This design comes from an exercise in tuning for small area and a short achievable clock period on the open sky130 flow, not from production work. The RTL was checked by simulation tests, not by an equivalence proof against the original design. No activity file was given, so power comes from the tool's default toggle rates.

==> flow/design.v <==
module bcdec (
    input  wire         clk,
    input  wire         rst,
    input  wire         in_valid,
    input  wire [511:0] data,
    input  wire [63:0]  bpar,
    input  wire [63:0]  cpar,
    output reg          out_valid,
    output wire [511:0] dout,
    output wire [1:0]   kind,
    output wire [2:0]   loc_word,
    output wire [2:0]   loc_byte,
    output wire [2:0]   loc_bit
);
    wire [63:0] bf, cm;
    genvar gi;
    generate
        for (gi = 0; gi < 64; gi = gi + 1) begin : g_par
            bcdec_par9 u_bf (.x({bpar[gi], data[8*gi +: 8]}), .y(bf[gi]));
            bcdec_par9 u_cm (.x({cpar[gi], data[448+gi], data[384+gi], data[320+gi],
                                 data[256+gi], data[192+gi], data[128+gi], data[64+gi],
                                 data[gi]}), .y(cm[gi]));
        end
    endgenerate
    wire        ab, mb, ac, mc;
    wire [31:0] n1b, n1c;
    wire [15:0] a2b, a2c;
    wire [7:0]  n3b, n3c;
    bcdec_am64 u_amb (.x(bf), .a(ab), .m(mb), .n1(n1b), .a2(a2b), .n3(n3b));
    bcdec_am64 u_amc (.x(cm), .a(ac), .m(mc), .n1(n1c), .a2(a2c), .n3(n3c));
    wire [7:0] one;
    generate
        for (gi = 0; gi < 8; gi = gi + 1) begin : g_one
            bcdec_nor2 u_one (.a(mb), .b(mc), .y(one[gi]));
        end
    endgenerate
    wire       match;
    wire [2:0] iw, ib, ic;
    bcdec_where u_where (.bf(bf), .cm(cm), .n1b(n1b), .n1c(n1c), .a2b(a2b), .a2c(a2c),
                         .n3b(n3b), .n3c(n3c), .match(match), .iw(iw), .ib(ib), .ic(ic));
    reg [511:0] data_q;
    reg [63:0]  bf_q, cm_q;
    reg         ab_q, mb_q, ac_q, mc_q, match_q;
    reg [7:0]   one_q;
    reg [2:0]   iw_q, ib_q, ic_q;
    always @(posedge clk) begin
        if (rst)
            out_valid <= 1'b0;
        else
            out_valid <= in_valid;
        data_q  <= data;
        bf_q    <= bf;
        cm_q    <= cm;
        ab_q    <= ab;
        mb_q    <= mb;
        ac_q    <= ac;
        mc_q    <= mc;
        match_q <= match;
        one_q   <= one;
        iw_q    <= iw;
        ib_q    <= ib;
        ic_q    <= ic;
    end
    wire [63:0] cmg;
    generate
        for (gi = 0; gi < 64; gi = gi + 1) begin : g_cmg
            bcdec_and2 u_cmg (.a(cm_q[gi]), .b(one_q[gi/8]), .y(cmg[gi]));
        end
    endgenerate
    generate
        for (gi = 0; gi < 512; gi = gi + 1) begin : g_fix
            bcdec_fix u_fix (.d(data_q[gi]), .a(bf_q[8*(gi/64) + (gi%64)/8]),
                             .b(cmg[gi%64]), .y(dout[gi]));
        end
    endgenerate
    bcdec_judge u_judge (.ab(ab_q), .mb(mb_q), .ac(ac_q), .mc(mc_q), .match(match_q),
                         .iw(iw_q), .ib(ib_q), .ic(ic_q), .kind(kind),
                         .loc_word(loc_word), .loc_byte(loc_byte), .loc_bit(loc_bit));
endmodule
module bcdec_xor2 (input wire a, input wire b, output wire y);
    assign y = a ^ b;
endmodule
module bcdec_par9 (input wire [8:0] x, output wire y);
    wire [3:0] l1;
    wire [1:0] l2;
    wire       l3;
    bcdec_xor2 u0 (.a(x[0]), .b(x[1]), .y(l1[0]));
    bcdec_xor2 u1 (.a(x[2]), .b(x[3]), .y(l1[1]));
    bcdec_xor2 u2 (.a(x[4]), .b(x[5]), .y(l1[2]));
    bcdec_xor2 u3 (.a(x[6]), .b(x[7]), .y(l1[3]));
    bcdec_xor2 u4 (.a(l1[0]), .b(l1[1]), .y(l2[0]));
    bcdec_xor2 u5 (.a(l1[2]), .b(l1[3]), .y(l2[1]));
    bcdec_xor2 u6 (.a(l2[0]), .b(x[8]), .y(l3));
    bcdec_xor2 u7 (.a(l3), .b(l2[1]), .y(y));
endmodule
module bcdec_fix (input wire d, input wire a, input wire b, output wire y);
    assign y = d ^ (a & b);
endmodule
module bcdec_and2 (input wire a, input wire b, output wire y);
    assign y = a & b;
endmodule
module bcdec_nor2 (input wire a, input wire b, output wire y);
    assign y = ~(a | b);
endmodule
module bcdec_nand2 (input wire a, input wire b, output wire y);
    assign y = ~(a & b);
endmodule
module bcdec_a211oi (input wire a0, input wire a1, input wire b0, input wire b1,
                     output wire y);
    assign y = ~((a0 & a1) | b0 | b1);
endmodule
module bcdec_o211ai (input wire a0, input wire a1, input wire b0, input wire b1,
                     output wire y);
    assign y = ~((a0 | a1) & b0 & b1);
endmodule
module bcdec_am64 (
    input  wire [63:0] x,
    output wire        a,
    output wire        m,
    output wire [31:0] n1,    
    output wire [15:0] a2,    
    output wire [7:0]  n3     
);
    wire [31:0] f1;
    wire [15:0] m2;
    wire [7:0]  f3;
    wire [3:0]  a4, m4;
    wire [1:0]  n5, f5;
    genvar i;
    generate
        for (i = 0; i < 32; i = i + 1) begin : g_l1
            bcdec_nor2  u_n (.a(x[2*i]), .b(x[2*i+1]), .y(n1[i]));
            bcdec_nand2 u_f (.a(x[2*i]), .b(x[2*i+1]), .y(f1[i]));
        end
        for (i = 0; i < 16; i = i + 1) begin : g_l2
            bcdec_nand2  u_a (.a(n1[2*i]), .b(n1[2*i+1]), .y(a2[i]));
            bcdec_o211ai u_m (.a0(n1[2*i]), .a1(n1[2*i+1]), .b0(f1[2*i]), .b1(f1[2*i+1]),
                              .y(m2[i]));
        end
        for (i = 0; i < 8; i = i + 1) begin : g_l3
            bcdec_nor2   u_n (.a(a2[2*i]), .b(a2[2*i+1]), .y(n3[i]));
            bcdec_a211oi u_f (.a0(a2[2*i]), .a1(a2[2*i+1]), .b0(m2[2*i]), .b1(m2[2*i+1]),
                              .y(f3[i]));
        end
        for (i = 0; i < 4; i = i + 1) begin : g_l4
            bcdec_nand2  u_a (.a(n3[2*i]), .b(n3[2*i+1]), .y(a4[i]));
            bcdec_o211ai u_m (.a0(n3[2*i]), .a1(n3[2*i+1]), .b0(f3[2*i]), .b1(f3[2*i+1]),
                              .y(m4[i]));
        end
        for (i = 0; i < 2; i = i + 1) begin : g_l5
            bcdec_nor2   u_n (.a(a4[2*i]), .b(a4[2*i+1]), .y(n5[i]));
            bcdec_a211oi u_f (.a0(a4[2*i]), .a1(a4[2*i+1]), .b0(m4[2*i]), .b1(m4[2*i+1]),
                              .y(f5[i]));
        end
    endgenerate
    bcdec_nand2  u_a (.a(n5[0]), .b(n5[1]), .y(a));
    bcdec_o211ai u_m (.a0(n5[0]), .a1(n5[1]), .b0(f5[0]), .b1(f5[1]), .y(m));
endmodule
module bcdec_where (
    input  wire [63:0] bf,
    input  wire [63:0] cm,
    input  wire [31:0] n1b,
    input  wire [31:0] n1c,
    input  wire [15:0] a2b,
    input  wire [15:0] a2c,
    input  wire [7:0]  n3b,
    input  wire [7:0]  n3c,
    output wire        match,
    output wire [2:0]  iw,
    output wire [2:0]  ib,
    output wire [2:0]  ic
);
    reg [31:0] ob, oc;
    reg [15:0] pb, pc;
    reg [7:0]  qb, qc;
    integer i;
    always @* begin
        for (i = 0; i < 32; i = i + 1) begin
            ob[i] = bf[2*i+1];
            oc[i] = cm[2*i+1];
        end
        for (i = 0; i < 16; i = i + 1) begin
            pb[i] = n1b[2*i+1];
            pc[i] = n1c[2*i+1];
        end
        for (i = 0; i < 8; i = i + 1) begin
            qb[i] = a2b[2*i+1];
            qc[i] = a2c[2*i+1];
        end
    end
    assign ib = {|qb, ~&pb, |ob};
    assign ic = {|qc, ~&pc, |oc};
    wire [2:0] lc;
    assign iw = {~&n3b[7:4], ~&{n3b[7:6], n3b[3:2]}, ~&{n3b[7], n3b[5], n3b[3], n3b[1]}};
    assign lc = {~&n3c[7:4], ~&{n3c[7:6], n3c[3:2]}, ~&{n3c[7], n3c[5], n3c[3], n3c[1]}};
    assign match = (ib == lc);
endmodule
module bcdec_judge (
    input  wire       ab,
    input  wire       mb,
    input  wire       ac,
    input  wire       mc,
    input  wire       match,
    input  wire [2:0] iw,
    input  wire [2:0] ib,
    input  wire [2:0] ic,
    output wire [1:0] kind,
    output wire [2:0] loc_word,
    output wire [2:0] loc_byte,
    output wire [2:0] loc_bit
);
    wire sb    = ab & ~mb;
    wire clean = ~ab & ~ac;
    wire k1    = sb & ac & ~mc & match;
    wire k2    = sb & ~ac;
    assign kind     = {~clean & ~k1, ~clean & ~k2};
    assign loc_word = (k1 | k2) ? iw : 3'd0;
    assign loc_byte = (k1 | k2) ? ib : 3'd0;
    assign loc_bit  = k1 ? ic : 3'd0;
endmodule
==> flow/config.mk <==
export PLATFORM = sky130hd
export DESIGN_NAME = bcdec
export DESIGN_NICKNAME = bcdec
export VERILOG_FILES = /design/flow/design.v
export SDC_FILE = /design/flow/constraint.sdc
export NUM_CORES = 4
export LEC_CHECK = 0
export CAP_MARGIN = 20
export CORE_AREA = 5 5 635 155
export CTS_BUF_LIST = sky130_fd_sc_hd__clkbuf_8
export CTS_CLUSTER_SIZE = 24
export DIE_AREA = 0 0 640 160
export SLEW_MARGIN = 20
export SYNTH_HIERARCHICAL = 1
export SYNTH_MINIMUM_KEEP_SIZE = 0
export TNS_END_PERCENT = 20
==> flow/constraint.sdc <==
create_clock -name core_clock -period 12.0 [get_ports {clk}]
set_input_delay 2.4000 -clock core_clock [delete_from_list [all_inputs] [get_ports {clk}]]
set_output_delay 2.4000 -clock core_clock [all_outputs]
set_load 0.01 [all_outputs]
standard.sh (not shown) runs the stock make flow with config.mk's settings and CLKGATE_MAP_FILE= SYNTH_SCRIPT=/design/flow/synth_recipe.tcl, a recipe that flattens the netlist after the stock synthesis.
==> flow/flow/run.sh <==
#!/bin/bash
# The standard layout, with the smallest buffers on the ports in place of
# the default delay-cell buffers. Timing repair aims past the clock period so
# that the layout reaches a shorter period.
set -euo pipefail
export BUFFER_PORTS_ARGS="-buffer_cell sky130_fd_sc_hd__buf_1"
export SETUP_SLACK_MARGIN=7.5
bash standard.sh > standard_make.log 2>&1
Next try:
--- a/flow/config.mk
+++ b/flow/config.mk
@@ -9 +9 @@
-export CORE_AREA = 5 5 635 155
+export CORE_AREA = 5 5 595 195
@@ -12 +12 @@
-export DIE_AREA = 0 0 640 160
+export DIE_AREA = 0 0 600 200
@@ -16 +15,0 @@
-export TNS_END_PERCENT = 20
After rerunning: Cell count climbs by 4.6%. Sequential power goes up by about 1%. Worst hold slack loses 0.016 ns. Design area increases by 3.7%. Utilization decreases by 5.8 points. Synthesized area does not change. Power rises by 5.5%. Maximum frequency rose by 1.8%. Flip-flop and latch count does not change. Setup slack gets better by 0.083 ns.
Next try:
--- a/flow/config.mk
+++ b/flow/config.mk
@@ -9 +9 @@
-export CORE_AREA = 5 5 595 195
+export CORE_AREA = 5 5 515 275
@@ -12 +12 @@
-export DIE_AREA = 0 0 600 200
+export DIE_AREA = 0 0 520 280
=>
- sequential cell count is unchanged
- total power is higher by 0.89%
- non-clock buffer count is higher by 28
- first-iteration DRC count is lower by 13%
- synthesized cell count is unchanged
Next try:
--- a/flow/config.mk
+++ b/flow/config.mk
@@ -9 +9 @@
-export CORE_AREA = 5 5 515 275
+export CORE_AREA = 5 5 635 155
@@ -12 +12,2 @@
-export DIE_AREA = 0 0 520 280
+export DIE_AREA = 0 0 640 160
+export PLACE_DENSITY = 0.45
Result: Die area fell by 30%; worst hold slack improves by 0.033 ns; final area fell by 7.7%.
Next try:
--- a/flow/flow/run.sh
+++ b/flow/flow/run.sh
@@ -3,2 +3,3 @@
-# the default delay-cell buffers. Timing repair aims past the clock period so
-# that the layout reaches a shorter period.
+# the default delay-cell buffers, and the pins on the top and bottom edges only
+# of a wide, low die. Timing repair aims past the clock period so that the
+# layout reaches a shorter period.
@@ -6,0 +8 @@
+export PLACE_PINS_ARGS="-exclude left:* -exclude right:*"
--- a/flow/config.mk
+++ b/flow/config.mk
@@ -9 +9 @@
-export CORE_AREA = 5 5 635 155
+export CORE_AREA = 5 5 595 125
@@ -12,2 +12 @@
-export DIE_AREA = 0 0 640 160
-export PLACE_DENSITY = 0.45
+export DIE_AREA = 0 0 600 130
Effect: Sequential power is about the same. Via count rose by 3.2%. Wire length fell by 3.3%. Clock-buffer cell count came out lower by 15. Clock power falls by about 5%. Cell area fell by 1.5%.

Starts from the design.v that is shown in full above.
clock: 12.0 ns
lec_check: 0
cap_margin: 20
core_area: 5 5 635 155
cts_buf_list: sky130_fd_sc_hd__clkbuf_8
cts_cluster_size: 24
die_area: 0 0 640 160
slew_margin: 20
synth_hierarchical: 1
synth_minimum_keep_size: 0
==> flow/flow/run.sh <==
#!/bin/bash
# The standard layout, with the smallest buffers on the ports in place of
# the default delay-cell buffers. Timing repair aims past the clock period so
# that the layout reaches a shorter period.
set -euo pipefail
export BUFFER_PORTS_ARGS="-buffer_cell sky130_fd_sc_hd__buf_1"
export SETUP_SLACK_MARGIN=7.6
bash standard.sh > standard_make.log 2>&1
The baseline produced a clean layout.
==> next run, changes <==
==> flow/flow/run.sh (replaced) <==
#!/bin/bash
# The standard layout, with the smallest buffers on the ports in place of
# the default delay-cell buffers, and the pins on the top and bottom edges only
# of a wide, low die. Timing repair aims past the clock period so that the
# layout reaches a shorter period.
set -euo pipefail
export BUFFER_PORTS_ARGS="-buffer_cell sky130_fd_sc_hd__buf_1"
export PLACE_PINS_ARGS="-exclude left:* -exclude right:*"
export SETUP_SLACK_MARGIN=7.5
bash standard.sh > standard_make.log 2>&1
- CORE_AREA: 5 5 635 155 -> 5 5 575 145
- DIE_AREA: 0 0 640 160 -> 0 0 580 150
=>
- The new run completed with no timing, DRC or antenna violations
- routed wire length fell by 8.3%
- count of clock-buffer cells in the layout shrinks by 9
- first-iteration DRC count goes down by 24%
- synthesized area stays the same
- non-clock buffer count drops by 18
- via count is lower by 2.1%
- worst setup slack is worse by 68 ps
==> next run, changes <==
==> flow/flow/run.sh (replaced) <==
#!/bin/bash
# The standard layout, with the smallest buffers on the ports in place of
# the default delay-cell buffers. Timing repair aims past the clock period so
# that the layout reaches a shorter period.
set -euo pipefail
export BUFFER_PORTS_ARGS="-buffer_cell sky130_fd_sc_hd__buf_1"
export SETUP_SLACK_MARGIN=7.5
bash standard.sh > standard_make.log 2>&1
- CORE_AREA: 5 5 575 145 -> 5 5 635 155
- DIE_AREA: 0 0 580 150 -> 0 0 640 160
The changed run completed without violations.
Synthesized area stays the same.
Count of clock-buffer cells in the layout went up by 9.
Sequential cell count is unchanged.
Power barely changes.
Design area went up by about 0.65%.
Non-clock buffer count went down by 5.
Clock power is about the same.
Routed wire length went up by 8.5%.
Global-route usage went down by 2.2 points.
==> next run, changes <==
- PLACE_DENSITY: unset -> 0.8
After rerunning: Via count came out higher by 8.4%. Worst hold slack is worse by 25 ps. Area after synthesis is unchanged. Routed wire length came out higher by 22%. Cell count came out higher by 0.44%. Worst setup slack is worse by 31 ps. First-iteration DRC count came out higher by 58%. Sequential share of layout area came out lower by 0.40 points. Non-clock buffer count came out higher by 24. Combinational power came out higher by about 6%. Sequential cell count stays the same.
==> next run, changes <==
- CORE_AREA: 5 5 635 155 -> 5 5 695 105
- DIE_AREA: 0 0 640 160 -> 0 0 700 110
- PLACE_DENSITY: 0.8 -> unset
What happened:
- via count goes down by 9.1%
- power goes down by about 1.4%
- maximum frequency goes down by 11%
- global-route usage goes down by 2.4 points
- clock power goes down by about 11%

[afterwards: timing with drivers on the ports]
How much do the figures lean on ideal ports? The routed layouts below were timed once more, with nothing changed but the port constraints.
Step 1 (the two cells are an assumption about what drives the block):
set clk [get_ports {clk}]
set_driving_cell -lib_cell sky130_fd_sc_hd__clkbuf_16 $clk
set_driving_cell -lib_cell sky130_fd_sc_hd__buf_2 [delete_from_list [all_inputs] $clk]
Step 2 also shifts input and output timing later by t, the mid clock arrival at the registers, as if the neighbouring blocks saw the same clock.
Three values: ideal ports, drivers, drivers and shift; two values: the first two.
run	t, ns	slack for setup (ns)	latest minus earliest clock arrival (ns)	worst slew at a driven data input, ns	cell pins on the clock port's net
the first run of note 1	0.793	7.357 / 7.395 / 6.602	0.052 / 0.052	0.15	1
the second run of note 1	0.809	7.440 / 7.456 / 6.647	0.046 / 0.046	0.14	1
the third run of note 1	0.838	7.464 / 7.434 / 6.671	0.057 / 0.056	0.19	1
the fourth run of note 1	0.766	7.395 / 7.407 / 6.641	0.043 / 0.043	0.10	1
the fifth run of note 1	0.748	7.409 / 7.439 / 6.691	0.046 / 0.046	0.11	1
the first run of note 2	0.784	7.537 / 7.539 / 6.800	0.047 / 0.048	0.15	1
the second run of note 2	0.764	7.469 / 7.447 / 6.746	0.049 / 0.049	0.17	1
the third run of note 2	0.786	7.483 / 7.443 / 6.743	0.044 / 0.044	0.16	1
the fourth run of note 2	0.803	7.452 / 7.395 / 6.639	0.050 / 0.050	0.21	1
the fifth run of note 2	0.790	6.910 / 6.973 / 6.183	0.047 / 0.047	0.08	1
After both steps every run listed still meets setup and hold. The setup slack of the fourth run of note 2, which loses most, moves by -0.057 ns with the drivers and by -0.813 ns with both steps.
